This design comes from an exercise in tuning for small area, a short achievable clock period and few clock cycles per item on the open sky130 flow, not from production work.
In this exercise RTL edits were held to simulation tests only and were not proved equivalent to the original.

## alpha
// plate_backend
module plate_backend (
    input  wire        clk,
    input  wire        rst,           
    input  wire        in_valid,
    output wire        in_ready,
    input  wire [15:0] in_v,          
    input  wire [15:0] in_gain_f,     
    input  wire [15:0] in_gain_u,     
    input  wire [15:0] in_ofs_f,      
    input  wire [15:0] in_ofs_u,      
    input  wire [15:0] in_master,     
    input  wire [15:0] in_knee,       
    input  wire        in_split,      
    input  wire        in_dark,       
    input  wire [3:0]  in_depth,      
    input  wire [1:0]  in_dither,     
    input  wire [2:0]  in_px,         
    input  wire [2:0]  in_py,         
    input  wire [2:0]  in_t,          
    input  wire        in_lim_en,     
    input  wire [15:0] in_lim,        
    output wire        out_valid,
    input  wire        out_ready,
    output wire [13:0] out_code
);
Size in the first run: ~14000 cells after synthesis, roughly 3100 flip-flops, roughly 0.16 mm² of cells after synthesis.
make LEC_CHECK=0 CAP_MARGIN=20 CORE_MARGIN=2 CORE_UTILIZATION=40 CTS_BUF_LIST='sky130_fd_sc_hd__clkbuf_4 sky130_fd_sc_hd__clkbuf_8 sky130_fd_sc_hd__clkbuf_16' CTS_CLUSTER_DIAMETER=100 CTS_CLUSTER_SIZE=32 PLACE_DENSITY=0.6 SETUP_SLACK_MARGIN=5 SLEW_MARGIN=20 finish   # period 11.0 ns
run.sh (not shown) runs the stock make flow with config.mk's settings and CLKGATE_MAP_FILE= SYNTH_SCRIPT=/design/flow/synth_recipe.tcl, a recipe that flattens the netlist after the stock synthesis.
Testbench counts of alpha, summed over its fixed seeds: cycles 3,352, items 3,200.
Here is what was changed in the inputs of beta compared with alpha.
Settings: a deleted CTS_CLUSTER_SIZE that had been 32; a change of CORE_UTILIZATION from 40 to 60; a deleted CTS_BUF_LIST that had been sky130_fd_sc_hd__clkbuf_4 sky130_fd_sc_hd__clkbuf_8 sky130_fd_sc_hd__clkbuf_16; a change of PLACE_DENSITY from 0.6 to 0.72; a deleted CTS_CLUSTER_DIAMETER that had been 100.
[summary]
beta vs alpha: via count of the first global-routing pass up by a little under 10%
In the reports for beta and alpha, the larger highest clock rate belongs to alpha.
Compared with alpha, beta shows maximum level of the CTS H-tree higher by 1.
Delta (beta minus alpha): minimum clock period has increased; floorplan row count has decreased.
Of the two values seen for cell with the largest stage delay on the worst path, sky130_fd_sc_hd__dfxtp_1 was produced by alpha and sky130_fd_sc_hd__a2111oi_0 by beta.
The inputs of gamma differ from those of beta as listed below.
Settings: CORE_UTILIZATION: 60 -> 40; PLACE_DENSITY: 0.72 -> 0.6.
### Flow results
- Non-clock buffer total of the final layout for gamma: 5.2% up relative to beta
- As of gamma, maximum fanout along the worst path had fallen by more than half compared to beta.
- gamma: no failed stages, no open violations at the end
- Measured against each other, gamma and beta differ in measured slew at the worst slew-check pin, the higher figure coming from beta.
- Going from beta to gamma, clock-buffer cell count grew slightly.
- Side by side, arrival time of data at the critical path endpoint turned out lower in gamma than in beta.
- Compared to beta, gamma reaches a higher achievable clock.
- gamma vs beta: wire length down in gamma
- Cmp gamma vs beta: global-route wire length before repair lower in gamma
Setup changes, gamma to delta
Settings: putting CTS_CLUSTER_DIAMETER at 80 where nothing was set; putting CTS_BUF_LIST at sky130_fd_sc_hd__clkbuf_4 sky130_fd_sc_hd__clkbuf_8 sky130_fd_sc_hd__clkbuf_16 where nothing was set; putting CTS_CLUSTER_SIZE at 24 where nothing was set.
### Flow results
On footprint of the flip-flops and latches, delta and gamma are neck and neck. delta has completed all stages; timing, DRC and antenna checks passed. gamma closes out successfully: all stages finished, all timing, DRC and antenna checks passed. In the metrics for delta and gamma, the one carrying the higher setup clock skew after layout is delta. Compare delta and gamma | register fraction of the total cell area lower: gamma. A end point of the critical path of yll_s4[23] is what delta shows, while a_S12_s13[4] belongs to gamma. Compared with gamma, delta has less setup slack. Relative to gamma, the final cell area reported for delta is lower. Between gamma and delta, the later-pin clock latency in the skew report figures differ only marginally. Per the comparison of delta with gamma, register-to-register slack about even, portion of netlist area occupied by mux cells about even, number of global-route vias before repair fell 2.1%.
The following lists how epsilon was set up differently from delta:
Settings: TNS_END_PERCENT: unset -> 5.
==> comparison <==
- epsilon | status: complete | timing, DRC, antenna: pass
- Between delta and epsilon, the final standard cell area without fillers does not differ in any meaningful way.
- Share of synthesized area spent on multiplexers came out exactly the same in epsilon and delta.
- delta -> epsilon: vias per cell flat
- The highest attainable clock frequency of epsilon was inferior to that of delta.
- Compared with delta, epsilon has less setup slack.
- ~same clock skew in epsilon and delta
- Summary of epsilon over delta: area growth from synthesis to final layout roughly the same; share of the final layout cell area in sequential cells roughly the same.

[port drivers added, routing unchanged]
The results above use ideal ports. As a check the final layouts listed here were re-extracted and re-timed, cells and wires unchanged. Step 1 assumes that a clkbuf_16 drives the clock port and a buf_2 every other input. Step 2, shift: input delay + t, output delay - t, t = (earliest + latest rising clock arrival at the registers) / 2. This alone moves slack from input paths to output paths. Three values: no drivers, after step 1, after step 2; two values: the first two.
| run | t (ns) | setup WS [ns] | worst data-port slew with drivers (ns) |
|---|---|---|---|
| alpha | 0.983 | 5.406 / 5.406 / 5.406 | 0.13 |
| beta | 0.978 | 5.134 / 5.134 / 5.134 | 0.04 |
| gamma | 1.003 | 5.397 / 5.397 / 5.397 | 0.13 |
| delta | 0.996 | 5.387 / 5.387 / 5.387 | 0.13 |
| epsilon | 0.994 | 5.348 / 5.348 / 5.348 | 0.13 |
After both steps setup and hold are still met in every run listed.
